Context: an optimization exercise on an open-source flow, tuned for small area, a short achievable clock period and few clock cycles per item. The choices shown serve that exercise and are no tape-out recipe. RTL that was checked went through simulation tests only; none was proved equivalent to the original. For run 1, only the layout was checked, not whether the RTL still works.

File: run.sh
#!/bin/bash
# synth_recipe.tcl (not shown) runs the flow's synth.tcl, then flattens the netlist and writes it again
# the make line also repeats each setting of config.mk as NAME=value (left out here)
make -C /OpenROAD-flow-scripts/flow DESIGN_CONFIG=/design/flow/config.mk WORK_HOME=/design/flow/orfs CLKGATE_MAP_FILE= SYNTH_SCRIPT=/design/flow/synth_recipe.tcl finish
File: config.mk
export PLATFORM = sky130hd
export DESIGN_NAME = flow_hash
export DESIGN_NICKNAME = flow_hash
export VERILOG_FILES = /design/flow/design.v
export SDC_FILE = /design/flow/constraint.sdc
export NUM_CORES = 4
export LEC_CHECK = 0
export CAP_MARGIN = 20
export CORE_MARGIN = 2
export CORE_UTILIZATION = 42
export SETUP_SLACK_MARGIN = 5
export SLEW_MARGIN = 20
export SYNTH_HIERARCHICAL = 1
export SYNTH_MINIMUM_KEEP_SIZE = 0
File: constraint.sdc
create_clock -name core_clock -period 11.0 [get_ports {clk}]
set_input_delay 2.2000 -clock core_clock [delete_from_list [all_inputs] [get_ports {clk}]]
set_output_delay 2.2000 -clock core_clock [all_outputs]
set_load 0.01 [all_outputs]
File: design.v
module flow_hash (
    input  wire         clk,
    input  wire         rst,
    input  wire [63:0]  hash_key0,
    input  wire [63:0]  hash_key1,
    input  wire [4:0]   bucket_bits,
    input  wire         in_valid,
    output wire         in_ready,
    input  wire         in_ipv6,
    input  wire         in_sym,
    input  wire [7:0]   in_proto,
    input  wire [15:0]  in_zone,
    input  wire [15:0]  in_sport,
    input  wire [15:0]  in_dport,
    input  wire [127:0] in_saddr,
    input  wire [127:0] in_daddr,
    output wire         out_valid,
    input  wire         out_ready,
    output wire [63:0]  out_hash,
    output wire [3:0]   out_shard,
    output wire [21:0]  out_bucket,
    output wire [15:0]  out_group,
    output wire         out_key_swap
);
    reg          busy;            
    reg  [3:0]   cnt;             
    reg          ipv6;
    reg          key_swap;
    reg          seen;            
    reg          swap_pre;        
    reg  [63:0]  v0, v1, v2, v3;
    reg  [63:0]  s1, s2, s3, s4;  
    reg  [63:0]  mw;              
    reg          pend;
    reg          res_full;
    reg  [63:0]  res_hash;
    reg          res_swap;
    reg  [21:0]  bmask;
    reg          last;            
    reg          rdy;             
    function [1:0] cmp128(input [127:0] a, input [127:0] b);
        reg [127:0] g, e;
        integer n, i;
        begin
            g = a & ~b;
            e = ~(a ^ b);
            for (n = 64; n >= 1; n = n / 2)
                for (i = 0; i < n; i = i + 1) begin
                    g[i] = g[2*i+1] | (e[2*i+1] & g[2*i]);
                    e[i] = e[2*i+1] & e[2*i];
                end
            cmp128 = {g[0], e[0]};
        end
    endfunction
    function [63:0] bswap(input [63:0] d);
        bswap = {d[7:0], d[15:8], d[23:16], d[31:24],
                 d[39:32], d[47:40], d[55:48], d[63:56]};
    endfunction
    wire [1:0] c_hi = cmp128({32'd0, in_saddr[127:32]}, {32'd0, in_daddr[127:32]});
    wire [1:0] c_lo = cmp128({96'd0, in_saddr[31:0]}, {96'd0, in_daddr[31:0]});
    wire [1:0] c_pt = cmp128({112'd0, in_sport}, {112'd0, in_dport});
    wire lo_gt  = c_lo[1] || (c_lo[0] && c_pt[1]);    
    wire src_gt = in_ipv6 ? (c_hi[1] || (c_hi[0] && lo_gt)) : lo_gt;
    wire swap   = swap_pre;
    wire [15:0]  kp_s = swap ? in_dport : in_sport;
    wire [15:0]  kp_d = swap ? in_sport : in_dport;
    wire [63:0] m0_new = bswap({in_ipv6 ? 8'h06 : 8'h04, in_proto, in_zone, kp_s, kp_d});
    wire [63:0] sa_hi  = bswap(in_saddr[127:64]);
    wire [63:0] sa_lo  = bswap(in_saddr[63:0]);
    wire [63:0] da_hi  = bswap(in_daddr[127:64]);
    wire [63:0] da_lo  = bswap(in_daddr[63:0]);
    wire [3:0]  last_cnt = ipv6 ? 4'd15 : 4'd9;
    wire [3:0]  fin_cnt  = ipv6 ? 4'd12 : 4'd6;
    wire        odd_comp = cnt[0] && (cnt < fin_cnt);   
    wire        pre_fin  = cnt == fin_cnt - 4'd1;       
    wire [2:0]  nw = cnt[3:1] + 3'd1;
    reg  [63:0] m_next;
    always @(*) begin
        m_next = 64'd0;
        if (ipv6) begin
            case (nw)
            3'd1: m_next = key_swap ? s3 : s1;
            3'd2: m_next = key_swap ? s4 : s2;
            3'd3: m_next = key_swap ? s1 : s3;
            3'd4: m_next = key_swap ? s2 : s4;
            3'd5: m_next = {8'd40, 56'd0};
            default: m_next = 64'd0;
            endcase
        end else begin
            case (nw)
            3'd1: m_next = key_swap ? {s2[63:32], s4[63:32]} : {s4[63:32], s2[63:32]};
            3'd2: m_next = {8'd16, 56'd0};
            default: m_next = 64'd0;
            endcase
        end
    end
    wire [63:0] n0, n1, n2, n3, nh;
    sip_round u_round (
        .v0_i(v0), .v1_i(v1), .v2_i(v2), .v3_i(v3),
        .x0(odd_comp ? mw : 64'd0),
        .x2({56'd0, {8{pre_fin}}}),
        .x3(odd_comp ? m_next : 64'd0),
        .init(init),
        .k0(hash_key0 ^ 64'h736f6d6570736575),
        .k1(hash_key1 ^ 64'h646f72616e646f6d),
        .k2(hash_key0 ^ 64'h6c7967656e657261),
        .k3(hash_key1 ^ 64'h7465646279746573 ^ m0_new),
        .v0_o(n0), .v1_o(n1), .v2_o(n2), .v3_o(n3), .h_o(nh)
    );
    wire   finish  = last && !res_full;
    wire   park    = last && res_full;
    wire   init    = !busy || last;
    assign in_ready = rdy;
    wire   accept  = in_valid && rdy;
    wire   take    = out_valid && out_ready;
    wire   seen_n     = in_valid && !accept;
    wire   busy_n     = init ? accept : 1'b1;
    wire   pend_n     = park || (pend && !(take && !res_full));
    wire   res_full_n = finish || (res_full && !out_ready);
    wire   last_n     = busy && !last && (cnt == last_cnt - 4'd1);
    wire   rdy_n      = seen_n && !pend_n && (!busy_n || (last_n && !res_full_n));
    always @(posedge clk) begin
        v0 <= n0;
        v1 <= n1;
        v2 <= n2;
        v3 <= n3;
        cnt <= init ? 4'd0 : cnt + 4'd1;
        if (rdy) begin
            s1 <= sa_hi;
            s2 <= sa_lo;
            s3 <= da_hi;
            s4 <= da_lo;
            ipv6 <= in_ipv6;
            key_swap <= swap;
        end
        if (park)
            mw <= nh;
        else if (rdy)
            mw <= m0_new;
        else if (busy && cnt[0])
            mw <= m_next;
        if (finish) begin
            res_hash <= nh;
            res_swap <= key_swap;
        end
        swap_pre <= in_sym && src_gt;
        bmask <= (bucket_bits >= 5'd22) ? 22'h3fffff : ((22'd1 << bucket_bits) - 22'd1);
        if (rst) begin
            busy <= 1'b0;
            res_full <= 1'b0;
            seen <= 1'b0;
            pend <= 1'b0;
            last <= 1'b0;
            rdy <= 1'b0;
        end else begin
            seen <= seen_n;
            busy <= busy_n;
            pend <= pend_n;
            res_full <= res_full_n;
            last <= last_n;
            rdy <= rdy_n;
        end
    end
    wire [63:0] h = res_full ? res_hash : mw;
    assign out_valid    = res_full || pend;
    assign out_hash     = h;
    assign out_shard    = h[63:60];
    assign out_bucket   = h[21:0] & bmask;
    assign out_group    = out_bucket[15:0];
    assign out_key_swap = res_full ? res_swap : key_swap;
endmodule
module sip_round (
    input  wire [63:0] v0_i,
    input  wire [63:0] v1_i,
    input  wire [63:0] v2_i,
    input  wire [63:0] v3_i,
    input  wire [63:0] x0,
    input  wire [63:0] x2,
    input  wire [63:0] x3,
    input  wire        init,
    input  wire [63:0] k0,
    input  wire [63:0] k1,
    input  wire [63:0] k2,
    input  wire [63:0] k3,
    output wire [63:0] v0_o,
    output wire [63:0] v1_o,
    output wire [63:0] v2_o,
    output wire [63:0] v3_o,
    output wire [63:0] h_o
);
    wire [63:0] ga0, pa0, ga2, pa2, gb0, pb0, gb2, pb2, a1, a3;
    wire [62:0] ca0, ca2, cb0, cb2;
    sr_pg     u_pg  (.v0(v0_i), .v1(v1_i), .v2(v2_i), .v3(v3_i),
                     .ga0(ga0), .pa0(pa0), .ga2(ga2), .pa2(pa2));
    add64_pfx u_ca0 (.g(ga0), .p(pa0), .c(ca0));
    add64_pfx u_ca2 (.g(ga2), .p(pa2), .c(ca2));
    sr_mid    u_mid (.v1(v1_i), .v3(v3_i), .pa0(pa0), .ca0(ca0), .pa2(pa2), .ca2(ca2),
                     .gb0(gb0), .pb0(pb0), .gb2(gb2), .pb2(pb2), .a1(a1), .a3(a3));
    add64_pfx u_cb0 (.g(gb0), .p(pb0), .c(cb0));
    add64_pfx u_cb2 (.g(gb2), .p(pb2), .c(cb2));
    sr_post   u_post (.pb0(pb0), .cb0(cb0), .pb2(pb2), .cb2(cb2), .a1(a1), .a3(a3),
                      .x0(x0), .x2(x2), .x3(x3), .init(init),
                      .k0(k0), .k1(k1), .k2(k2), .k3(k3),
                      .v0(v0_o), .v1(v1_o), .v2(v2_o), .v3(v3_o), .h(h_o));
endmodule
module sr_pg (
    input  wire [63:0] v0,
    input  wire [63:0] v1,
    input  wire [63:0] v2,
    input  wire [63:0] v3,
    output wire [63:0] ga0,
    output wire [63:0] pa0,
    output wire [63:0] ga2,
    output wire [63:0] pa2
);
    assign ga0 = v0 & v1;
    assign pa0 = v0 ^ v1;
    assign ga2 = v2 & v3;
    assign pa2 = v2 ^ v3;
endmodule
module sr_mid (
    input  wire [63:0] v1,
    input  wire [63:0] v3,
    input  wire [63:0] pa0,
    input  wire [62:0] ca0,
    input  wire [63:0] pa2,
    input  wire [62:0] ca2,
    output wire [63:0] gb0,
    output wire [63:0] pb0,
    output wire [63:0] gb2,
    output wire [63:0] pb2,
    output wire [63:0] a1,
    output wire [63:0] a3
);
    localparam [62:0] INV = 63'h55555555ffff55f6;
    wire [63:0] a0  = pa0 ^ {ca0 ^ INV, 1'b0};
    wire [63:0] a2  = pa2 ^ {ca2 ^ INV, 1'b0};
    wire [63:0] a0r = {a0[31:0], a0[63:32]};
    assign a1  = {v1[50:0], v1[63:51]} ^ a0;
    assign a3  = {v3[47:0], v3[63:48]} ^ a2;
    assign gb0 = a0r & a3;
    assign pb0 = a0r ^ a3;
    assign gb2 = a2 & a1;
    assign pb2 = a2 ^ a1;
endmodule
module sr_post (
    input  wire [63:0] pb0,
    input  wire [62:0] cb0,
    input  wire [63:0] pb2,
    input  wire [62:0] cb2,
    input  wire [63:0] a1,
    input  wire [63:0] a3,
    input  wire [63:0] x0,
    input  wire [63:0] x2,
    input  wire [63:0] x3,
    input  wire        init,
    input  wire [63:0] k0,
    input  wire [63:0] k1,
    input  wire [63:0] k2,
    input  wire [63:0] k3,
    output wire [63:0] v0,
    output wire [63:0] v1,
    output wire [63:0] v2,
    output wire [63:0] v3,
    output wire [63:0] h
);
    localparam [62:0] INV = 63'h55555555ffff55f6;
    wire [63:0] b0  = pb0 ^ {cb0 ^ INV, 1'b0};
    wire [63:0] b2  = pb2 ^ {cb2 ^ INV, 1'b0};
    wire [63:0] a1r = {a1[46:0], a1[63:47]};              
    wire [63:0] a3r = {a3[42:0], a3[63:43]};              
    wire [63:0] b2r = {b2[31:0], b2[63:32]};              
    assign v0 = init ? k0 : b0 ^ x0;
    assign v1 = init ? k1 : a1r ^ b2;
    assign v2 = init ? k2 : b2r ^ x2;
    assign v3 = init ? k3 : a3r ^ b0 ^ x3;
    assign h  = a1r ^ a3r ^ b2 ^ b2r;
endmodule
module add64_pfx (
    input  wire [63:0] g,
    input  wire [63:0] p,
    output wire [62:0] c
);
    wire [31:0] g1;
    wire [30:0] q1;
    add64_pfx_l0 u_l0 (.gi({g[63], g[61], g[59], g[57], g[55], g[53], g[51], g[49], g[47], g[45], g[43], g[41], g[39], g[37], g[35], g[33], g[31], g[29], g[27], g[25], g[23], g[21], g[19], g[17], g[15], g[13], g[11], g[9], g[7], g[5], g[3], g[1]}), .pi({p[63], p[61], p[59], p[57], p[55], p[53], p[51], p[49], p[47], p[45], p[43], p[41], p[39], p[37], p[35], p[33], p[31], p[29], p[27], p[25], p[23], p[21], p[19], p[17], p[15], p[13], p[11], p[9], p[7], p[5], p[3], p[1]}), .gj({g[62], g[60], g[58], g[56], g[54], g[52], g[50], g[48], g[46], g[44], g[42], g[40], g[38], g[36], g[34], g[32], g[30], g[28], g[26], g[24], g[22], g[20], g[18], g[16], g[14], g[12], g[10], g[8], g[6], g[4], g[2], g[0]}), .go(g1), .pa({p[63], p[61], p[59], p[57], p[55], p[53], p[51], p[49], p[47], p[45], p[43], p[41], p[39], p[37], p[35], p[33], p[31], p[29], p[27], p[25], p[23], p[21], p[19], p[17], p[15], p[13], p[11], p[9], p[7], p[5], p[3]}), .pb({p[62], p[60], p[58], p[56], p[54], p[52], p[50], p[48], p[46], p[44], p[42], p[40], p[38], p[36], p[34], p[32], p[30], p[28], p[26], p[24], p[22], p[20], p[18], p[16], p[14], p[12], p[10], p[8], p[6], p[4], p[2]}), .po(q1));
    wire [30:0] g2;
    wire [29:0] q2;
    add64_pfx_l1 u_l1 (.gi({g1[31], g1[30], g1[29], g1[28], g1[27], g1[26], g1[25], g1[24], g1[23], g1[22], g1[21], g1[20], g1[19], g1[18], g1[17], g1[16], g1[15], g1[14], g1[13], g1[12], g1[11], g1[10], g1[9], g1[8], g1[7], g1[6], g1[5], g1[4], g1[3], g1[2], g1[1]}), .pi({q1[30], q1[29], q1[28], q1[27], q1[26], q1[25], q1[24], q1[23], q1[22], q1[21], q1[20], q1[19], q1[18], q1[17], q1[16], q1[15], q1[14], q1[13], q1[12], q1[11], q1[10], q1[9], q1[8], q1[7], q1[6], q1[5], q1[4], q1[3], q1[2], q1[1], q1[0]}), .gj({g1[30], g1[29], g1[28], g1[27], g1[26], g1[25], g1[24], g1[23], g1[22], g1[21], g1[20], g1[19], g1[18], g1[17], g1[16], g1[15], g1[14], g1[13], g1[12], g1[11], g1[10], g1[9], g1[8], g1[7], g1[6], g1[5], g1[4], g1[3], g1[2], g1[1], g1[0]}), .go(g2), .pa({q1[30], q1[29], q1[28], q1[27], q1[26], q1[25], q1[24], q1[23], q1[22], q1[21], q1[20], q1[19], q1[18], q1[17], q1[16], q1[15], q1[14], q1[13], q1[12], q1[11], q1[10], q1[9], q1[8], q1[7], q1[6], q1[5], q1[4], q1[3], q1[2], q1[1]}), .pb({q1[29], q1[28], q1[27], q1[26], q1[25], q1[24], q1[23], q1[22], q1[21], q1[20], q1[19], q1[18], q1[17], q1[16], q1[15], q1[14], q1[13], q1[12], q1[11], q1[10], q1[9], q1[8], q1[7], q1[6], q1[5], q1[4], q1[3], q1[2], q1[1], q1[0]}), .po(q2));
    wire [29:0] g3;
    wire [27:0] q3;
    add64_pfx_l2 u_l2 (.gi({g2[30], g2[29], g2[28], g2[27], g2[26], g2[25], g2[24], g2[23], g2[22], g2[21], g2[20], g2[19], g2[18], g2[17], g2[16], g2[15], g2[14], g2[13], g2[12], g2[11], g2[10], g2[9], g2[8], g2[7], g2[6], g2[5], g2[4], g2[3], g2[2], g2[1]}), .pi({q2[29], q2[28], q2[27], q2[26], q2[25], q2[24], q2[23], q2[22], q2[21], q2[20], q2[19], q2[18], q2[17], q2[16], q2[15], q2[14], q2[13], q2[12], q2[11], q2[10], q2[9], q2[8], q2[7], q2[6], q2[5], q2[4], q2[3], q2[2], q2[1], q2[0]}), .gj({g2[28], g2[27], g2[26], g2[25], g2[24], g2[23], g2[22], g2[21], g2[20], g2[19], g2[18], g2[17], g2[16], g2[15], g2[14], g2[13], g2[12], g2[11], g2[10], g2[9], g2[8], g2[7], g2[6], g2[5], g2[4], g2[3], g2[2], g2[1], g2[0], g1[0]}), .go(g3), .pa({q2[29], q2[28], q2[27], q2[26], q2[25], q2[24], q2[23], q2[22], q2[21], q2[20], q2[19], q2[18], q2[17], q2[16], q2[15], q2[14], q2[13], q2[12], q2[11], q2[10], q2[9], q2[8], q2[7], q2[6], q2[5], q2[4], q2[3], q2[2]}), .pb({q2[27], q2[26], q2[25], q2[24], q2[23], q2[22], q2[21], q2[20], q2[19], q2[18], q2[17], q2[16], q2[15], q2[14], q2[13], q2[12], q2[11], q2[10], q2[9], q2[8], q2[7], q2[6], q2[5], q2[4], q2[3], q2[2], q2[1], q2[0]}), .po(q3));
    wire [27:0] g4;
    wire [23:0] q4;
    add64_pfx_l3 u_l3 (.gi({g3[29], g3[28], g3[27], g3[26], g3[25], g3[24], g3[23], g3[22], g3[21], g3[20], g3[19], g3[18], g3[17], g3[16], g3[15], g3[14], g3[13], g3[12], g3[11], g3[10], g3[9], g3[8], g3[7], g3[6], g3[5], g3[4], g3[3], g3[2]}), .pi({q3[27], q3[26], q3[25], q3[24], q3[23], q3[22], q3[21], q3[20], q3[19], q3[18], q3[17], q3[16], q3[15], q3[14], q3[13], q3[12], q3[11], q3[10], q3[9], q3[8], q3[7], q3[6], q3[5], q3[4], q3[3], q3[2], q3[1], q3[0]}), .gj({g3[25], g3[24], g3[23], g3[22], g3[21], g3[20], g3[19], g3[18], g3[17], g3[16], g3[15], g3[14], g3[13], g3[12], g3[11], g3[10], g3[9], g3[8], g3[7], g3[6], g3[5], g3[4], g3[3], g3[2], g3[1], g3[0], g2[0], g1[0]}), .go(g4), .pa({q3[27], q3[26], q3[25], q3[24], q3[23], q3[22], q3[21], q3[20], q3[19], q3[18], q3[17], q3[16], q3[15], q3[14], q3[13], q3[12], q3[11], q3[10], q3[9], q3[8], q3[7], q3[6], q3[5], q3[4]}), .pb({q3[23], q3[22], q3[21], q3[20], q3[19], q3[18], q3[17], q3[16], q3[15], q3[14], q3[13], q3[12], q3[11], q3[10], q3[9], q3[8], q3[7], q3[6], q3[5], q3[4], q3[3], q3[2], q3[1], q3[0]}), .po(q4));
    wire [23:0] g5;
    wire [15:0] q5;
    add64_pfx_l4 u_l4 (.gi({g4[27], g4[26], g4[25], g4[24], g4[23], g4[22], g4[21], g4[20], g4[19], g4[18], g4[17], g4[16], g4[15], g4[14], g4[13], g4[12], g4[11], g4[10], g4[9], g4[8], g4[7], g4[6], g4[5], g4[4]}), .pi({q4[23], q4[22], q4[21], q4[20], q4[19], q4[18], q4[17], q4[16], q4[15], q4[14], q4[13], q4[12], q4[11], q4[10], q4[9], q4[8], q4[7], q4[6], q4[5], q4[4], q4[3], q4[2], q4[1], q4[0]}), .gj({g4[19], g4[18], g4[17], g4[16], g4[15], g4[14], g4[13], g4[12], g4[11], g4[10], g4[9], g4[8], g4[7], g4[6], g4[5], g4[4], g4[3], g4[2], g4[1], g4[0], g3[1], g3[0], g2[0], g1[0]}), .go(g5), .pa({q4[23], q4[22], q4[21], q4[20], q4[19], q4[18], q4[17], q4[16], q4[15], q4[14], q4[13], q4[12], q4[11], q4[10], q4[9], q4[8]}), .pb({q4[15], q4[14], q4[13], q4[12], q4[11], q4[10], q4[9], q4[8], q4[7], q4[6], q4[5], q4[4], q4[3], q4[2], q4[1], q4[0]}), .po(q5));
    wire [15:0] g6;
    add64_pfx_l5 u_l5 (.gi({g5[23], g5[22], g5[21], g5[20], g5[19], g5[18], g5[17], g5[16], g5[15], g5[14], g5[13], g5[12], g5[11], g5[10], g5[9], g5[8]}), .pi({q5[15], q5[14], q5[13], q5[12], q5[11], q5[10], q5[9], q5[8], q5[7], q5[6], q5[5], q5[4], q5[3], q5[2], q5[1], q5[0]}), .gj({g5[7], g5[6], g5[5], g5[4], g5[3], g5[2], g5[1], g5[0], g4[3], g4[2], g4[1], g4[0], g3[1], g3[0], g2[0], g1[0]}), .go(g6));
    wire [30:0] g7;
    add64_pfx_l6 u_l6 (.gi({g[62], g[60], g[58], g[56], g[54], g[52], g[50], g[48], g[46], g[44], g[42], g[40], g[38], g[36], g[34], g[32], g[30], g[28], g[26], g[24], g[22], g[20], g[18], g[16], g[14], g[12], g[10], g[8], g[6], g[4], g[2]}), .pi({p[62], p[60], p[58], p[56], p[54], p[52], p[50], p[48], p[46], p[44], p[42], p[40], p[38], p[36], p[34], p[32], p[30], p[28], p[26], p[24], p[22], p[20], p[18], p[16], p[14], p[12], p[10], p[8], p[6], p[4], p[2]}), .gj({g6[14], g6[13], g6[12], g6[11], g6[10], g6[9], g6[8], g6[7], g6[6], g6[5], g6[4], g6[3], g6[2], g6[1], g6[0], g5[7], g5[6], g5[5], g5[4], g5[3], g5[2], g5[1], g5[0], g4[3], g4[2], g4[1], g4[0], g3[1], g3[0], g2[0], g1[0]}), .go(g7));
    assign c = {g7[30], g6[14], g7[29], g6[13], g7[28], g6[12], g7[27], g6[11], g7[26], g6[10], g7[25], g6[9], g7[24], g6[8], g7[23], g6[7], g7[22], g6[6], g7[21], g6[5], g7[20], g6[4], g7[19], g6[3], g7[18], g6[2], g7[17], g6[1], g7[16], g6[0], g7[15], g5[7], g7[14], g5[6], g7[13], g5[5], g7[12], g5[4], g7[11], g5[3], g7[10], g5[2], g7[9], g5[1], g7[8], g5[0], g7[7], g4[3], g7[6], g4[2], g7[5], g4[1], g7[4], g4[0], g7[3], g3[1], g7[2], g3[0], g7[1], g2[0], g7[0], g1[0], g[0]};
endmodule
module add64_pfx_l0 (
    input  wire [31:0] gi,
    input  wire [31:0] pi,
    input  wire [31:0] gj,
    input  wire [30:0] pa,
    input  wire [30:0] pb,
    output wire [30:0] po,
    output wire [31:0] go
);
    assign go[0] = ~(gi[0] | (pi[0] & gj[0]));
    assign go[1] = ~(gi[1] | (pi[1] & gj[1]));
    assign go[2] = ~(gi[2] | (pi[2] & gj[2]));
    assign go[3] = ~(gi[3] | (pi[3] & gj[3]));
    assign go[4] = ~(gi[4] | (pi[4] & gj[4]));
    assign go[5] = ~(gi[5] | (pi[5] & gj[5]));
    assign go[6] = ~(gi[6] | (pi[6] & gj[6]));
    assign go[7] = ~(gi[7] | (pi[7] & gj[7]));
    assign go[8] = ~(gi[8] | (pi[8] & gj[8]));
    assign go[9] = ~(gi[9] | (pi[9] & gj[9]));
    assign go[10] = ~(gi[10] | (pi[10] & gj[10]));
    assign go[11] = ~(gi[11] | (pi[11] & gj[11]));
    assign go[12] = ~(gi[12] | (pi[12] & gj[12]));
    assign go[13] = ~(gi[13] | (pi[13] & gj[13]));
    assign go[14] = ~(gi[14] | (pi[14] & gj[14]));
    assign go[15] = ~(gi[15] | (pi[15] & gj[15]));
    assign go[16] = ~(gi[16] | (pi[16] & gj[16]));
    assign go[17] = ~(gi[17] | (pi[17] & gj[17]));
    assign go[18] = ~(gi[18] | (pi[18] & gj[18]));
    assign go[19] = ~(gi[19] | (pi[19] & gj[19]));
    assign go[20] = ~(gi[20] | (pi[20] & gj[20]));
    assign go[21] = ~(gi[21] | (pi[21] & gj[21]));
    assign go[22] = ~(gi[22] | (pi[22] & gj[22]));
    assign go[23] = ~(gi[23] | (pi[23] & gj[23]));
    assign go[24] = ~(gi[24] | (pi[24] & gj[24]));
    assign go[25] = ~(gi[25] | (pi[25] & gj[25]));
    assign go[26] = ~(gi[26] | (pi[26] & gj[26]));
    assign go[27] = ~(gi[27] | (pi[27] & gj[27]));
    assign go[28] = ~(gi[28] | (pi[28] & gj[28]));
    assign go[29] = ~(gi[29] | (pi[29] & gj[29]));
    assign go[30] = ~(gi[30] | (pi[30] & gj[30]));
    assign go[31] = ~(gi[31] | (pi[31] & gj[31]));
    assign po[0] = ~(pa[0] & pb[0]);
    assign po[1] = ~(pa[1] & pb[1]);
    assign po[2] = ~(pa[2] & pb[2]);
    assign po[3] = ~(pa[3] & pb[3]);
    assign po[4] = ~(pa[4] & pb[4]);
    assign po[5] = ~(pa[5] & pb[5]);
    assign po[6] = ~(pa[6] & pb[6]);
    assign po[7] = ~(pa[7] & pb[7]);
    assign po[8] = ~(pa[8] & pb[8]);
    assign po[9] = ~(pa[9] & pb[9]);
    assign po[10] = ~(pa[10] & pb[10]);
    assign po[11] = ~(pa[11] & pb[11]);
    assign po[12] = ~(pa[12] & pb[12]);
    assign po[13] = ~(pa[13] & pb[13]);
    assign po[14] = ~(pa[14] & pb[14]);
    assign po[15] = ~(pa[15] & pb[15]);
    assign po[16] = ~(pa[16] & pb[16]);
    assign po[17] = ~(pa[17] & pb[17]);
    assign po[18] = ~(pa[18] & pb[18]);
    assign po[19] = ~(pa[19] & pb[19]);
    assign po[20] = ~(pa[20] & pb[20]);
    assign po[21] = ~(pa[21] & pb[21]);
    assign po[22] = ~(pa[22] & pb[22]);
    assign po[23] = ~(pa[23] & pb[23]);
    assign po[24] = ~(pa[24] & pb[24]);
    assign po[25] = ~(pa[25] & pb[25]);
    assign po[26] = ~(pa[26] & pb[26]);
    assign po[27] = ~(pa[27] & pb[27]);
    assign po[28] = ~(pa[28] & pb[28]);
    assign po[29] = ~(pa[29] & pb[29]);
    assign po[30] = ~(pa[30] & pb[30]);
endmodule
module add64_pfx_l1 (
    input  wire [30:0] gi,
    input  wire [30:0] pi,
    input  wire [30:0] gj,
    input  wire [29:0] pa,
    input  wire [29:0] pb,
    output wire [29:0] po,
    output wire [30:0] go
);
    assign go[0] = (~gi[0] | (~pi[0] & ~gj[0]));
    assign go[1] = (~gi[1] | (~pi[1] & ~gj[1]));
    assign go[2] = (~gi[2] | (~pi[2] & ~gj[2]));
    assign go[3] = (~gi[3] | (~pi[3] & ~gj[3]));
    assign go[4] = (~gi[4] | (~pi[4] & ~gj[4]));
    assign go[5] = (~gi[5] | (~pi[5] & ~gj[5]));
    assign go[6] = (~gi[6] | (~pi[6] & ~gj[6]));
    assign go[7] = (~gi[7] | (~pi[7] & ~gj[7]));
    assign go[8] = (~gi[8] | (~pi[8] & ~gj[8]));
    assign go[9] = (~gi[9] | (~pi[9] & ~gj[9]));
    assign go[10] = (~gi[10] | (~pi[10] & ~gj[10]));
    assign go[11] = (~gi[11] | (~pi[11] & ~gj[11]));
    assign go[12] = (~gi[12] | (~pi[12] & ~gj[12]));
    assign go[13] = (~gi[13] | (~pi[13] & ~gj[13]));
    assign go[14] = (~gi[14] | (~pi[14] & ~gj[14]));
    assign go[15] = (~gi[15] | (~pi[15] & ~gj[15]));
    assign go[16] = (~gi[16] | (~pi[16] & ~gj[16]));
    assign go[17] = (~gi[17] | (~pi[17] & ~gj[17]));
    assign go[18] = (~gi[18] | (~pi[18] & ~gj[18]));
    assign go[19] = (~gi[19] | (~pi[19] & ~gj[19]));
    assign go[20] = (~gi[20] | (~pi[20] & ~gj[20]));
    assign go[21] = (~gi[21] | (~pi[21] & ~gj[21]));
    assign go[22] = (~gi[22] | (~pi[22] & ~gj[22]));
    assign go[23] = (~gi[23] | (~pi[23] & ~gj[23]));
    assign go[24] = (~gi[24] | (~pi[24] & ~gj[24]));
    assign go[25] = (~gi[25] | (~pi[25] & ~gj[25]));
    assign go[26] = (~gi[26] | (~pi[26] & ~gj[26]));
    assign go[27] = (~gi[27] | (~pi[27] & ~gj[27]));
    assign go[28] = (~gi[28] | (~pi[28] & ~gj[28]));
    assign go[29] = (~gi[29] | (~pi[29] & ~gj[29]));
    assign go[30] = (~gi[30] | (~pi[30] & ~gj[30]));
    assign po[0] = (~pa[0] & ~pb[0]);
    assign po[1] = (~pa[1] & ~pb[1]);
    assign po[2] = (~pa[2] & ~pb[2]);
    assign po[3] = (~pa[3] & ~pb[3]);
    assign po[4] = (~pa[4] & ~pb[4]);
    assign po[5] = (~pa[5] & ~pb[5]);
    assign po[6] = (~pa[6] & ~pb[6]);
    assign po[7] = (~pa[7] & ~pb[7]);
    assign po[8] = (~pa[8] & ~pb[8]);
    assign po[9] = (~pa[9] & ~pb[9]);
    assign po[10] = (~pa[10] & ~pb[10]);
    assign po[11] = (~pa[11] & ~pb[11]);
    assign po[12] = (~pa[12] & ~pb[12]);
    assign po[13] = (~pa[13] & ~pb[13]);
    assign po[14] = (~pa[14] & ~pb[14]);
    assign po[15] = (~pa[15] & ~pb[15]);
    assign po[16] = (~pa[16] & ~pb[16]);
    assign po[17] = (~pa[17] & ~pb[17]);
    assign po[18] = (~pa[18] & ~pb[18]);
    assign po[19] = (~pa[19] & ~pb[19]);
    assign po[20] = (~pa[20] & ~pb[20]);
    assign po[21] = (~pa[21] & ~pb[21]);
    assign po[22] = (~pa[22] & ~pb[22]);
    assign po[23] = (~pa[23] & ~pb[23]);
    assign po[24] = (~pa[24] & ~pb[24]);
    assign po[25] = (~pa[25] & ~pb[25]);
    assign po[26] = (~pa[26] & ~pb[26]);
    assign po[27] = (~pa[27] & ~pb[27]);
    assign po[28] = (~pa[28] & ~pb[28]);
    assign po[29] = (~pa[29] & ~pb[29]);
endmodule
module add64_pfx_l2 (
    input  wire [29:0] gi,
    input  wire [29:0] pi,
    input  wire [29:0] gj,
    input  wire [27:0] pa,
    input  wire [27:0] pb,
    output wire [27:0] po,
    output wire [29:0] go
);
    assign go[0] = ~(gi[0] | (pi[0] & ~gj[0]));
    assign go[1] = ~(gi[1] | (pi[1] & gj[1]));
    assign go[2] = ~(gi[2] | (pi[2] & gj[2]));
    assign go[3] = ~(gi[3] | (pi[3] & gj[3]));
    assign go[4] = ~(gi[4] | (pi[4] & gj[4]));
    assign go[5] = ~(gi[5] | (pi[5] & gj[5]));
    assign go[6] = ~(gi[6] | (pi[6] & gj[6]));
    assign go[7] = ~(gi[7] | (pi[7] & gj[7]));
    assign go[8] = ~(gi[8] | (pi[8] & gj[8]));
    assign go[9] = ~(gi[9] | (pi[9] & gj[9]));
    assign go[10] = ~(gi[10] | (pi[10] & gj[10]));
    assign go[11] = ~(gi[11] | (pi[11] & gj[11]));
    assign go[12] = ~(gi[12] | (pi[12] & gj[12]));
    assign go[13] = ~(gi[13] | (pi[13] & gj[13]));
    assign go[14] = ~(gi[14] | (pi[14] & gj[14]));
    assign go[15] = ~(gi[15] | (pi[15] & gj[15]));
    assign go[16] = ~(gi[16] | (pi[16] & gj[16]));
    assign go[17] = ~(gi[17] | (pi[17] & gj[17]));
    assign go[18] = ~(gi[18] | (pi[18] & gj[18]));
    assign go[19] = ~(gi[19] | (pi[19] & gj[19]));
    assign go[20] = ~(gi[20] | (pi[20] & gj[20]));
    assign go[21] = ~(gi[21] | (pi[21] & gj[21]));
    assign go[22] = ~(gi[22] | (pi[22] & gj[22]));
    assign go[23] = ~(gi[23] | (pi[23] & gj[23]));
    assign go[24] = ~(gi[24] | (pi[24] & gj[24]));
    assign go[25] = ~(gi[25] | (pi[25] & gj[25]));
    assign go[26] = ~(gi[26] | (pi[26] & gj[26]));
    assign go[27] = ~(gi[27] | (pi[27] & gj[27]));
    assign go[28] = ~(gi[28] | (pi[28] & gj[28]));
    assign go[29] = ~(gi[29] | (pi[29] & gj[29]));
    assign po[0] = ~(pa[0] & pb[0]);
    assign po[1] = ~(pa[1] & pb[1]);
    assign po[2] = ~(pa[2] & pb[2]);
    assign po[3] = ~(pa[3] & pb[3]);
    assign po[4] = ~(pa[4] & pb[4]);
    assign po[5] = ~(pa[5] & pb[5]);
    assign po[6] = ~(pa[6] & pb[6]);
    assign po[7] = ~(pa[7] & pb[7]);
    assign po[8] = ~(pa[8] & pb[8]);
    assign po[9] = ~(pa[9] & pb[9]);
    assign po[10] = ~(pa[10] & pb[10]);
    assign po[11] = ~(pa[11] & pb[11]);
    assign po[12] = ~(pa[12] & pb[12]);
    assign po[13] = ~(pa[13] & pb[13]);
    assign po[14] = ~(pa[14] & pb[14]);
    assign po[15] = ~(pa[15] & pb[15]);
    assign po[16] = ~(pa[16] & pb[16]);
    assign po[17] = ~(pa[17] & pb[17]);
    assign po[18] = ~(pa[18] & pb[18]);
    assign po[19] = ~(pa[19] & pb[19]);
    assign po[20] = ~(pa[20] & pb[20]);
    assign po[21] = ~(pa[21] & pb[21]);
    assign po[22] = ~(pa[22] & pb[22]);
    assign po[23] = ~(pa[23] & pb[23]);
    assign po[24] = ~(pa[24] & pb[24]);
    assign po[25] = ~(pa[25] & pb[25]);
    assign po[26] = ~(pa[26] & pb[26]);
    assign po[27] = ~(pa[27] & pb[27]);
endmodule
module add64_pfx_l3 (
    input  wire [27:0] gi,
    input  wire [27:0] pi,
    input  wire [27:0] gj,
    input  wire [23:0] pa,
    input  wire [23:0] pb,
    output wire [23:0] po,
    output wire [27:0] go
);
    assign go[0] = (~gi[0] | (~pi[0] & ~gj[0]));
    assign go[1] = (~gi[1] | (~pi[1] & gj[1]));
    assign go[2] = (~gi[2] | (~pi[2] & ~gj[2]));
    assign go[3] = (~gi[3] | (~pi[3] & ~gj[3]));
    assign go[4] = (~gi[4] | (~pi[4] & ~gj[4]));
    assign go[5] = (~gi[5] | (~pi[5] & ~gj[5]));
    assign go[6] = (~gi[6] | (~pi[6] & ~gj[6]));
    assign go[7] = (~gi[7] | (~pi[7] & ~gj[7]));
    assign go[8] = (~gi[8] | (~pi[8] & ~gj[8]));
    assign go[9] = (~gi[9] | (~pi[9] & ~gj[9]));
    assign go[10] = (~gi[10] | (~pi[10] & ~gj[10]));
    assign go[11] = (~gi[11] | (~pi[11] & ~gj[11]));
    assign go[12] = (~gi[12] | (~pi[12] & ~gj[12]));
    assign go[13] = (~gi[13] | (~pi[13] & ~gj[13]));
    assign go[14] = (~gi[14] | (~pi[14] & ~gj[14]));
    assign go[15] = (~gi[15] | (~pi[15] & ~gj[15]));
    assign go[16] = (~gi[16] | (~pi[16] & ~gj[16]));
    assign go[17] = (~gi[17] | (~pi[17] & ~gj[17]));
    assign go[18] = (~gi[18] | (~pi[18] & ~gj[18]));
    assign go[19] = (~gi[19] | (~pi[19] & ~gj[19]));
    assign go[20] = (~gi[20] | (~pi[20] & ~gj[20]));
    assign go[21] = (~gi[21] | (~pi[21] & ~gj[21]));
    assign go[22] = (~gi[22] | (~pi[22] & ~gj[22]));
    assign go[23] = (~gi[23] | (~pi[23] & ~gj[23]));
    assign go[24] = (~gi[24] | (~pi[24] & ~gj[24]));
    assign go[25] = (~gi[25] | (~pi[25] & ~gj[25]));
    assign go[26] = (~gi[26] | (~pi[26] & ~gj[26]));
    assign go[27] = (~gi[27] | (~pi[27] & ~gj[27]));
    assign po[0] = (~pa[0] & ~pb[0]);
    assign po[1] = (~pa[1] & ~pb[1]);
    assign po[2] = (~pa[2] & ~pb[2]);
    assign po[3] = (~pa[3] & ~pb[3]);
    assign po[4] = (~pa[4] & ~pb[4]);
    assign po[5] = (~pa[5] & ~pb[5]);
    assign po[6] = (~pa[6] & ~pb[6]);
    assign po[7] = (~pa[7] & ~pb[7]);
    assign po[8] = (~pa[8] & ~pb[8]);
    assign po[9] = (~pa[9] & ~pb[9]);
    assign po[10] = (~pa[10] & ~pb[10]);
    assign po[11] = (~pa[11] & ~pb[11]);
    assign po[12] = (~pa[12] & ~pb[12]);
    assign po[13] = (~pa[13] & ~pb[13]);
    assign po[14] = (~pa[14] & ~pb[14]);
    assign po[15] = (~pa[15] & ~pb[15]);
    assign po[16] = (~pa[16] & ~pb[16]);
    assign po[17] = (~pa[17] & ~pb[17]);
    assign po[18] = (~pa[18] & ~pb[18]);
    assign po[19] = (~pa[19] & ~pb[19]);
    assign po[20] = (~pa[20] & ~pb[20]);
    assign po[21] = (~pa[21] & ~pb[21]);
    assign po[22] = (~pa[22] & ~pb[22]);
    assign po[23] = (~pa[23] & ~pb[23]);
endmodule
module add64_pfx_l4 (
    input  wire [23:0] gi,
    input  wire [23:0] pi,
    input  wire [23:0] gj,
    input  wire [15:0] pa,
    input  wire [15:0] pb,
    output wire [15:0] po,
    output wire [23:0] go
);
    assign go[0] = ~(gi[0] | (pi[0] & ~gj[0]));
    assign go[1] = ~(gi[1] | (pi[1] & gj[1]));
    assign go[2] = ~(gi[2] | (pi[2] & ~gj[2]));
    assign go[3] = ~(gi[3] | (pi[3] & ~gj[3]));
    assign go[4] = ~(gi[4] | (pi[4] & gj[4]));
    assign go[5] = ~(gi[5] | (pi[5] & gj[5]));
    assign go[6] = ~(gi[6] | (pi[6] & gj[6]));
    assign go[7] = ~(gi[7] | (pi[7] & gj[7]));
    assign go[8] = ~(gi[8] | (pi[8] & gj[8]));
    assign go[9] = ~(gi[9] | (pi[9] & gj[9]));
    assign go[10] = ~(gi[10] | (pi[10] & gj[10]));
    assign go[11] = ~(gi[11] | (pi[11] & gj[11]));
    assign go[12] = ~(gi[12] | (pi[12] & gj[12]));
    assign go[13] = ~(gi[13] | (pi[13] & gj[13]));
    assign go[14] = ~(gi[14] | (pi[14] & gj[14]));
    assign go[15] = ~(gi[15] | (pi[15] & gj[15]));
    assign go[16] = ~(gi[16] | (pi[16] & gj[16]));
    assign go[17] = ~(gi[17] | (pi[17] & gj[17]));
    assign go[18] = ~(gi[18] | (pi[18] & gj[18]));
    assign go[19] = ~(gi[19] | (pi[19] & gj[19]));
    assign go[20] = ~(gi[20] | (pi[20] & gj[20]));
    assign go[21] = ~(gi[21] | (pi[21] & gj[21]));
    assign go[22] = ~(gi[22] | (pi[22] & gj[22]));
    assign go[23] = ~(gi[23] | (pi[23] & gj[23]));
    assign po[0] = ~(pa[0] & pb[0]);
    assign po[1] = ~(pa[1] & pb[1]);
    assign po[2] = ~(pa[2] & pb[2]);
    assign po[3] = ~(pa[3] & pb[3]);
    assign po[4] = ~(pa[4] & pb[4]);
    assign po[5] = ~(pa[5] & pb[5]);
    assign po[6] = ~(pa[6] & pb[6]);
    assign po[7] = ~(pa[7] & pb[7]);
    assign po[8] = ~(pa[8] & pb[8]);
    assign po[9] = ~(pa[9] & pb[9]);
    assign po[10] = ~(pa[10] & pb[10]);
    assign po[11] = ~(pa[11] & pb[11]);
    assign po[12] = ~(pa[12] & pb[12]);
    assign po[13] = ~(pa[13] & pb[13]);
    assign po[14] = ~(pa[14] & pb[14]);
    assign po[15] = ~(pa[15] & pb[15]);
endmodule
module add64_pfx_l5 (
    input  wire [15:0] gi,
    input  wire [15:0] pi,
    input  wire [15:0] gj,
    output wire [15:0] go
);
    assign go[0] = (~gi[0] | (~pi[0] & ~gj[0]));
    assign go[1] = (~gi[1] | (~pi[1] & gj[1]));
    assign go[2] = (~gi[2] | (~pi[2] & ~gj[2]));
    assign go[3] = (~gi[3] | (~pi[3] & ~gj[3]));
    assign go[4] = (~gi[4] | (~pi[4] & gj[4]));
    assign go[5] = (~gi[5] | (~pi[5] & gj[5]));
    assign go[6] = (~gi[6] | (~pi[6] & gj[6]));
    assign go[7] = (~gi[7] | (~pi[7] & gj[7]));
    assign go[8] = (~gi[8] | (~pi[8] & ~gj[8]));
    assign go[9] = (~gi[9] | (~pi[9] & ~gj[9]));
    assign go[10] = (~gi[10] | (~pi[10] & ~gj[10]));
    assign go[11] = (~gi[11] | (~pi[11] & ~gj[11]));
    assign go[12] = (~gi[12] | (~pi[12] & ~gj[12]));
    assign go[13] = (~gi[13] | (~pi[13] & ~gj[13]));
    assign go[14] = (~gi[14] | (~pi[14] & ~gj[14]));
    assign go[15] = (~gi[15] | (~pi[15] & ~gj[15]));
endmodule
module add64_pfx_l6 (
    input  wire [30:0] gi,
    input  wire [30:0] pi,
    input  wire [30:0] gj,
    output wire [30:0] go
);
    assign go[0] = ~(gi[0] | (pi[0] & ~gj[0]));
    assign go[1] = ~(gi[1] | (pi[1] & gj[1]));
    assign go[2] = ~(gi[2] | (pi[2] & ~gj[2]));
    assign go[3] = ~(gi[3] | (pi[3] & ~gj[3]));
    assign go[4] = ~(gi[4] | (pi[4] & gj[4]));
    assign go[5] = ~(gi[5] | (pi[5] & gj[5]));
    assign go[6] = ~(gi[6] | (pi[6] & gj[6]));
    assign go[7] = ~(gi[7] | (pi[7] & gj[7]));
    assign go[8] = ~(gi[8] | (pi[8] & ~gj[8]));
    assign go[9] = ~(gi[9] | (pi[9] & ~gj[9]));
    assign go[10] = ~(gi[10] | (pi[10] & ~gj[10]));
    assign go[11] = ~(gi[11] | (pi[11] & ~gj[11]));
    assign go[12] = ~(gi[12] | (pi[12] & ~gj[12]));
    assign go[13] = ~(gi[13] | (pi[13] & ~gj[13]));
    assign go[14] = ~(gi[14] | (pi[14] & ~gj[14]));
    assign go[15] = ~(gi[15] | (pi[15] & ~gj[15]));
    assign go[16] = ~(gi[16] | (pi[16] & gj[16]));
    assign go[17] = ~(gi[17] | (pi[17] & gj[17]));
    assign go[18] = ~(gi[18] | (pi[18] & gj[18]));
    assign go[19] = ~(gi[19] | (pi[19] & gj[19]));
    assign go[20] = ~(gi[20] | (pi[20] & gj[20]));
    assign go[21] = ~(gi[21] | (pi[21] & gj[21]));
    assign go[22] = ~(gi[22] | (pi[22] & gj[22]));
    assign go[23] = ~(gi[23] | (pi[23] & gj[23]));
    assign go[24] = ~(gi[24] | (pi[24] & gj[24]));
    assign go[25] = ~(gi[25] | (pi[25] & gj[25]));
    assign go[26] = ~(gi[26] | (pi[26] & gj[26]));
    assign go[27] = ~(gi[27] | (pi[27] & gj[27]));
    assign go[28] = ~(gi[28] | (pi[28] & gj[28]));
    assign go[29] = ~(gi[29] | (pi[29] & gj[29]));
    assign go[30] = ~(gi[30] | (pi[30] & gj[30]));
endmodule
module byte_rev64 (
    input  wire [63:0] d,
    output wire [63:0] q
);
    assign q = {d[7:0], d[15:8], d[23:16], d[31:24],
                d[39:32], d[47:40], d[55:48], d[63:56]};
endmodule
==> results of run 1 <==
## layout make-up
type | instances | area, um2
repair buffers | 726 | 7148
diodes | 11 | 27.53
clock buffers | 109 | 2256
well taps | 1536 | 1922
multi-input cells | 4264 | 33420
flip-flops and latches | 675 | 17410
clock inverters | 46 | 646.9
fillers | 10630 | 53550
inverters | 327 | 1227
## through the flow
| step | utilization (%) | instances |
|---|---|---|
| after floorplan | - | 5467 |
| after global placement | 48.55 | 7432 |
| after detailed placement | 48.60 | 7433 |
| after CTS | 53.01 | 7624 |
| after global routing | 54.45 | 7683 |
| final | 54.47 | 7694 |
## repair_timing
item                                    in CTS  in global routing
gates resized for setup                    272                181
pin swaps                                   21                 33
setup buffers                               36                 58
endpoints found under the setup margin     321                169
## worst reg2reg max path, cell delays in order, from the launching register on
cell and delay [ns]:
dfxtp_1 0.36, ha_1 0.38, nand2_1 0.30, nor2_1 0.34
nand2_1 0.16, nor2_1 0.29, nand2_1 0.18, o21ai_2 0.38
a21oi_1 0.18, xnor2_2 0.32, ha_1 0.39, a21oi_4 0.35
o21ai_1 0.16, a21oi_1 0.26, o21ai_1 0.19, a21oi_2 0.21
o21ai_4 0.13, a21oi_1 0.25, xnor2_2 0.14, buf_4 0.16
xor2_2 0.31, xnor2_2 0.19, nand2_1 0.09, o31ai_1 0.08
## registers in the layout (all words and copies together) (netlist names), 4 cells and up
| signal | cells |
|---|---|
| v2 | 64 |
| s3 | 64 |
| bmask | 22 |
| v0 | 64 |
| s1 | 64 |
| mw | 64 |
| v3 | 64 |
| cnt | 4 |
| s2 | 64 |
| s4 | 64 |
| res_hash | 64 |
| v1 | 64 |
## per-layer routing
metal | GRT usage, % | up-vias
li1 | - | 20010
met2 | 65.37 | 2742
met1 | 55.17 | 22360
met5 | 0 | -
met3 | 10.50 | 670
met4 | 34.81 | 18
## worst paths after layout
path,start,end,slack (ns),cells past startpoint
setup / recovery,v3[30],mw[5],4.87,23
hold / removal,pend,pend,0.50,2
setup reg to reg,v3[30],mw[5],4.87,23
hold reg to reg,pend,pend,0.50,2
==> run notes, run 1 <==
* Worst path cell trace: ha_1, nand2_1, nor2_1, nand2_1, nor2_1, nand2_1, o21ai_2, a21oi_1, xnor2_2, ha_1, a21oi_4, o21ai_1, a21oi_1, o21ai_1, a21oi_2, o21ai_4, a21oi_1, xnor2_2, buf_4, xor2_2, xnor2_2, nand2_1, o31ai_1
* Hold_buf cts at 0
* Final-report setup violation count at 0
* Design area at 64060 um2
* Core region area at 117600 um2
* Post-DR wirelength/cell at 35.75 um
* Nets@finish at 6931
* Effective utilization at floorplan at 42.23%
* I/O pin cnt at 560
* Vias at 45810
* Placement Setup Slack at 3.425 ns
* Final clock skew at 0.05470 ns
* Max Slew Vio Count at 0
* I/O Buffers at 559
* Row count at 126
* Grt ovf at 0
* Startpoint Class: flip-flop
* Clock-pin slew on the worst setup and hold paths at roughly 0.06 ns
* Hold Slack at 0.4975 ns
* Placement Cell Area at between 50000 and 60000 um2
* Met2 routed WL at roughly 120000 um
* Pin count of the biggest net entering global routing at approximately 160
* Final worst setup slack at 4.869 ns
* Synth Instances at 5412
* Max Buffers Root-to-Sink at 3
* Min-delay worst type: reg -> reg
* CP Class: reg -> reg
* Drt pass-1 iters at 6
* Via/cell ratio at between 5 and 6
* Worst skew pair latency at 0.73 ns
* Width of the die at roughly 350 um
* Worst Setup End Kind: flip-flop
* Tot GR Track Use at 44.15%
* Post-DP HPWL at 234000 um
* Clock Sinks at 675
* Family with the most delay on the worst path: compound AO/OA/AOI/OAI gates
* Drt drc at 0
* Die height at 347.9 um
* Met1 WL at 105900 um
* Drt initial violations at 5962
* H-tree depth reported by CTS at 3
* WL final at 275100 um
* Crit-path slowest cell: ha_1
* Most used cell, CP: nand2_1
* Commonest non-fill, non-tap cell in the layout: nand2_1
* Relative slew margins at between 10% and 20%
* Crit-path max FO at 3
* YS warnings at 7
* Period utilisation layout at 55.74%
* Root Buffer: clkbuf_16
* Number of global-route vias before repair at 43610
* Avg Cell Area, Syn at 9.176 um2
* Slew @ Worst Pin at 1.295 ns
* Synthesized area at 49660 um2
* Min cycle time layout at a little over 6 ns
* CP peak stage delay at 0.39 ns
* Area grow syn2layout at 28.99%
* CP required at approximately 11 ns
* CP arrival at 6.53 ns
* Post-DRT Antenna Nets at 0
* Die ar. at 121000 um2
* Global-route wire length before repair at 361600 um
* CTS tree: yes
* Fmax achieved at between 0.15 and 0.2 GHz
* Hold Fails Final Rpt at 0
* Initial antenna violation count at 25
* RSZ-0062 raised after global routing: yes
* Max-cap violations at 0
* Status: timing/DRC/antenna clean
* Setup TNS at 0 ns
* Most frequent cells in the layout: 644 x nand2_1, 559 x clkdlybuf4s50_1, 478 x xnor2_1, 392 x ha_1, 387 x edfxtp_1
* Number of buffers and inverters on the critical path at 1
* Placer Congestion at 1.150
* Inserted Clock Buffers at 84
* Met3 Wirelength at 27100 um
* Top sig layer: met5
* Fraction of layout instances using a drive strength above 1 at a little under a fifth
==> run 2, diff against run 1 <==
--- a/design.v
+++ b/design.v
@@ -189,15 +189,16 @@
     output wire [63:0] h_o
 );
-    wire [63:0] ga0, pa0, ga2, pa2, gb0, pb0, gb2, pb2, a1, a3;
+    wire [63:0] ga0, ta0, ga2, ta2, gb0, tb0, gb2, tb2, a0r, a1, a2, a3;
     wire [62:0] ca0, ca2, cb0, cb2;
     sr_pg     u_pg  (.v0(v0_i), .v1(v1_i), .v2(v2_i), .v3(v3_i),
-                     .ga0(ga0), .pa0(pa0), .ga2(ga2), .pa2(pa2));
-    add64_pfx u_ca0 (.g(ga0), .p(pa0), .c(ca0));
-    add64_pfx u_ca2 (.g(ga2), .p(pa2), .c(ca2));
-    sr_mid    u_mid (.v1(v1_i), .v3(v3_i), .pa0(pa0), .ca0(ca0), .pa2(pa2), .ca2(ca2),
-                     .gb0(gb0), .pb0(pb0), .gb2(gb2), .pb2(pb2), .a1(a1), .a3(a3));
-    add64_pfx u_cb0 (.g(gb0), .p(pb0), .c(cb0));
-    add64_pfx u_cb2 (.g(gb2), .p(pb2), .c(cb2));
-    sr_post   u_post (.pb0(pb0), .cb0(cb0), .pb2(pb2), .cb2(cb2), .a1(a1), .a3(a3),
+                     .ga0(ga0), .ta0(ta0), .ga2(ga2), .ta2(ta2));
+    add64_pfx u_ca0 (.g(ga0), .p(ta0), .c(ca0));
+    add64_pfx u_ca2 (.g(ga2), .p(ta2), .c(ca2));
+    sr_mid    u_mid (.v0(v0_i), .v1(v1_i), .v2(v2_i), .v3(v3_i), .ca0(ca0), .ca2(ca2),
+                     .gb0(gb0), .tb0(tb0), .gb2(gb2), .tb2(tb2),
+                     .a0r(a0r), .a1(a1), .a2(a2), .a3(a3));
+    add64_pfx u_cb0 (.g(gb0), .p(tb0), .c(cb0));
+    add64_pfx u_cb2 (.g(gb2), .p(tb2), .c(cb2));
+    sr_post   u_post (.a0r(a0r), .cb0(cb0), .a2(a2), .cb2(cb2), .a1(a1), .a3(a3),
                       .x0(x0), .x2(x2), .x3(x3), .init(init),
                       .k0(k0), .k1(k1), .k2(k2), .k3(k3),
@@ -210,42 +211,44 @@
     input  wire [63:0] v3,
     output wire [63:0] ga0,
-    output wire [63:0] pa0,
+    output wire [63:0] ta0,
     output wire [63:0] ga2,
-    output wire [63:0] pa2
+    output wire [63:0] ta2
 );
     assign ga0 = v0 & v1;
-    assign pa0 = v0 ^ v1;
+    assign ta0 = v0 | v1;
     assign ga2 = v2 & v3;
-    assign pa2 = v2 ^ v3;
+    assign ta2 = v2 | v3;
 endmodule
 module sr_mid (
+    input  wire [63:0] v0,
     input  wire [63:0] v1,
+    input  wire [63:0] v2,
     input  wire [63:0] v3,
-    input  wire [63:0] pa0,
     input  wire [62:0] ca0,
-    input  wire [63:0] pa2,
     input  wire [62:0] ca2,
     output wire [63:0] gb0,
-    output wire [63:0] pb0,
+    output wire [63:0] tb0,
     output wire [63:0] gb2,
-    output wire [63:0] pb2,
+    output wire [63:0] tb2,
+    output wire [63:0] a0r,
     output wire [63:0] a1,
+    output wire [63:0] a2,
     output wire [63:0] a3
 );
     localparam [62:0] INV = 63'h55555555ffff55f6;
-    wire [63:0] a0  = pa0 ^ {ca0 ^ INV, 1'b0};
-    wire [63:0] a2  = pa2 ^ {ca2 ^ INV, 1'b0};
-    wire [63:0] a0r = {a0[31:0], a0[63:32]};
+    wire [63:0] a0  = v0 ^ v1 ^ {ca0 ^ INV, 1'b0};
+    assign a2  = v2 ^ v3 ^ {ca2 ^ INV, 1'b0};
+    assign a0r = {a0[31:0], a0[63:32]};
     assign a1  = {v1[50:0], v1[63:51]} ^ a0;
     assign a3  = {v3[47:0], v3[63:48]} ^ a2;
     assign gb0 = a0r & a3;
-    assign pb0 = a0r ^ a3;
+    assign tb0 = a0r | a3;
     assign gb2 = a2 & a1;
-    assign pb2 = a2 ^ a1;
+    assign tb2 = a2 | a1;
 endmodule
 module sr_post (
-    input  wire [63:0] pb0,
+    input  wire [63:0] a0r,
     input  wire [62:0] cb0,
-    input  wire [63:0] pb2,
+    input  wire [63:0] a2,
     input  wire [62:0] cb2,
     input  wire [63:0] a1,
@@ -266,6 +269,6 @@
 );
     localparam [62:0] INV = 63'h55555555ffff55f6;
-    wire [63:0] b0  = pb0 ^ {cb0 ^ INV, 1'b0};
-    wire [63:0] b2  = pb2 ^ {cb2 ^ INV, 1'b0};
+    wire [63:0] b0  = a0r ^ a3 ^ {cb0 ^ INV, 1'b0};
+    wire [63:0] b2  = a2 ^ a1 ^ {cb2 ^ INV, 1'b0};
     wire [63:0] a1r = {a1[46:0], a1[63:47]};              
     wire [63:0] a3r = {a3[42:0], a3[63:43]};              
==> flow/run.sh (new file) <==
#!/bin/bash
bash standard.sh SETUP_SLACK_MARGIN=6 finish > standard.log 2>&1
==> standard.sh (new file) <==
#!/bin/bash
# synth_recipe.tcl (not shown) runs the flow's synth.tcl, then flattens the netlist and writes it again
# the make line also repeats each setting of config.mk as NAME=value (left out here)
make -C /OpenROAD-flow-scripts/flow DESIGN_CONFIG=/design/flow/config.mk WORK_HOME=/design/flow/orfs CLKGATE_MAP_FILE= SYNTH_SCRIPT=/design/flow/synth_recipe.tcl "${@:-finish}"
--- a/config.mk
+++ b/config.mk
@@ -8,5 +8,5 @@
 export CAP_MARGIN = 20
 export CORE_MARGIN = 2
-export CORE_UTILIZATION = 42
+export CORE_UTILIZATION = 45
 export SETUP_SLACK_MARGIN = 5
 export SLEW_MARGIN = 20
removed: run.sh
==> run 2 against run 1 <==
Sequential share of layout area is 2.2 points lower. Clock skew fell by 0.017 ns. Final cell count rose by 7.2%. Hold slack got worse by 0.0014 ns. Count of clock-buffer cells in the layout increased by 5. Area after synthesis rose by 7.9%. Die area is 0.70% higher. Utilization rose by 5.2 points. Register-to-register slack better by 0.94 ns. Still clean on timing, DRC and antenna.
==> run notes, run 2 <==
* I/O Buffers at 559 (unchanged)
* Startpoint Class: flip-flop
* Width of the die at 349.1 um (+0.35%)
* Final-report setup violation count at 0 (unchanged)
* Core region area at 118100 um2 (+0.40%)
* RSZ-0062 raised after global routing: yes
* GRT met2 Usage at 65.63% (+0.27 points)
* Register area at 17580 um2 (+0.98%)
* Drt drc at 0 (unchanged)
* Period utilisation layout at 47.16% (-8.6 points)
* Drt initial violations at 5917 (-0.75%)
* CP required at 11.39 ns (about the same)
* I/O pin cnt at 560 (unchanged)
* CTS tree: yes
* Max Slew Vio Count at 0 (unchanged)
* Post-DR wirelength/cell at 33.11 um (-7.4%)
* Fmax achieved at 0.1928 GHz (+18%)
* Relative slew margins at 14.40% (+1.0 points)
* Effective utilization at floorplan at 45.38% (+3.2 points)
* Hold Slack at 0.4961 ns (-0.001367 ns)
* Synth Instances at 5891 (+8.9%)
* Via/cell ratio at 5.893 (-1.0%)
* Row count at 126 (unchanged)
* Fill count at 10390 (-2.3%)
* Synthesized area at 53590 um2 (+7.9%)
* Crit-path max FO at 3 (unchanged)
* Max-cap violations at 0 (unchanged)
* Multi-input gate area at 38250 um2 (+14%)
* Post-DRT Antenna Nets at 0 (unchanged)
* Number of global-route vias before repair at 45720 (+4.8%)
* Die height at 349.1 um (+0.35%)
* YS warnings at 7 (unchanged)
* Clock-pin slew on the worst setup and hold paths at 0.06 ns (about the same)
* Most frequent cells in the layout: 665 x nand2_1, 580 x inv_1, 559 x clkdlybuf4s50_1, 387 x edfxtp_1, 344 x xnor2_1
* Min cycle time layout at 5.188 ns (-0.9434 ns)
* CP arrival at 5.58 ns (-0.95 ns)
* Nets@finish at 7241 (+4.5%)
* GR peak layer: met2
* Hold path cells at 2 (unchanged)
* Post-DP HPWL at 227200 um (-2.9%)
* Inserted Clock Buffers at 83 (-1.2%)
* Avg Cell Area, Syn at 9.096 um2 (-0.87%)
* Root Buffer: clkbuf_16
* Worst r2r path cells at 23 (unchanged)
* Placer Congestion at 1.103 (-4.1%)
* Worst skew pair latency at 0.71 ns (-0.02 ns)
* Tot GR Track Use at 43.32% (-0.84 points)
* Met3 Use GR at 13.08% (+2.6 points)
* Initial antenna violation count at 26 (+4.0%)
* CP Class: reg -> reg
* Fraction of layout instances using a drive strength above 1 at 28.09% (+9.9 points)
* H-tree depth reported by CTS at 3 (unchanged)
* Drt pass-1 iters at 6 (unchanged)
* Die ar. at 121900 um2 (+0.70%)
* Commonest non-fill, non-tap cell in the layout: nand2_1
* Grt ovf at 0 (unchanged)
* Clock Sinks at 675 (unchanged)
* Met1 GRT Util at 53.18% (-2.0 points)
* Status: timing/DRC/antenna clean
* Vias at 48620 (+6.2%)
* Slew @ Worst Pin at 1.284 ns (-0.01083 ns)
* Worst Setup End Kind: flip-flop
* Hold Fails Final Rpt at 0 (unchanged)
* Setup TNS at 0 ns (unchanged)
* Final clock skew at 0.03785 ns (-0.01685 ns)
* Global-route wire length before repair at 359700 um (-0.52%)
* Min-delay worst type: reg -> reg
* WL final at 273200 um (-0.68%)
* Pin count of the biggest net entering global routing at 194 (+20%)
* Max Buffers Root-to-Sink at 3 (unchanged)
* Area grow syn2layout at 31.55%
## run 2: worst paths after layout
path,start,end,slack (ns)
worst max-delay path,v0[23],mw[19],5.81
worst min-delay path,pend,pend,0.50
worst max register to register,v0[23],mw[19],5.81
worst min register to register,pend,pend,0.50
## run 2: worst max-delay path: stages (launching register included)
cell and delay (ns):
dfxtp_1 0.38, or2_4 0.28, a21oi_4 0.26, o21ai_1 0.20, a21oi_2 0.22, o21ai_2 0.12, a21oi_2 0.16, o21ai_4 0.13
a21oi_1 0.20, xor3_2 0.44, xor2_2 0.21, nand2_1 0.15, a21oi_4 0.26, o21ai_1 0.19, a21oi_2 0.22, o21ai_1 0.15
a21oi_2 0.18, o21ai_4 0.11, a21oi_2 0.16, xnor3_2 0.33, xnor2_2 0.22, xnor2_1 0.13, nand2_1 0.07, o31ai_1 0.10
## run 2: area by class of cell
type / instances / area share, %
inverters: 583 / 3.104
repair buffers: 811 / 11.12
diodes: 5 / 0.01775
well taps: 1536 / 2.726
clock buffers: 114 / 3.199
clock inverters: 38 / 0.6301
flip-flops and latches: 675 / 24.95
multi-input cells: 4489 / 54.26
## run 2: layer usage
metal  vias up  wire, um
met2      2788    117300
li1      21450         -
met1     23770    102600
met3       596     30950
met5         -       154
met4        22     22190
## run 2: per-stage QoR
step / cells / worst slack [ns] / cell area [um2] / util [%]
after floorplan: 5946 / 6.112 / 53800 / -
after global placement: 7886 / 4.345 / 60800 / 51.49
after detailed placement: 7887 / 4.301 / 60820 / 51.50
after CTS: 8150 / 5.895 / 67320 / 57.02
after global routing: 8246 / 5.726 / 70480 / 59.69
final: 8251 / 5.812 / 70490 / 59.70
## run 2: repair_timing
item	CTS	global route
setup endpoints to repair	388	252
buffers inserted	111	96
pin swaps	102	118
hold buffers	0	0
resized for setup	624	527
hold endpoints to repair	0	0
Testbench counts of run 2, summed over its fixed seeds: cycles 37,616, items 3,200.

[re-timing with driven ports]
The results above use ideal ports. As a check the final layouts listed here were re-extracted and re-timed, cells and wires unchanged.
Step 1 (the two cells are an assumption about what drives the block):
set clk [get_ports {clk}]
set_driving_cell -lib_cell sky130_fd_sc_hd__clkbuf_16 $clk
set_driving_cell -lib_cell sky130_fd_sc_hd__buf_2 [delete_from_list [all_inputs] $clk]
Step 2 also shifts input and output timing later by t, the mid clock arrival at the registers, as if the neighbouring blocks saw the same clock.
Slacks: ideal / step 1 / step 2; pairs: ideal / step 1.
| run | t (ns) | setup WS [ns] | worst slew at a driven data input, ns |
|---|---|---|---|
| run 1 | 0.778 | 4.869 / 4.869 / 4.555 | 0.13 |
| run 2 | 0.775 | 5.812 / 5.812 / 5.503 | 0.12 |
After both steps every run listed still meets setup and hold. The setup slack of run 1, which loses most, moves by 0.000 ns with the drivers and by -0.314 ns with both steps.
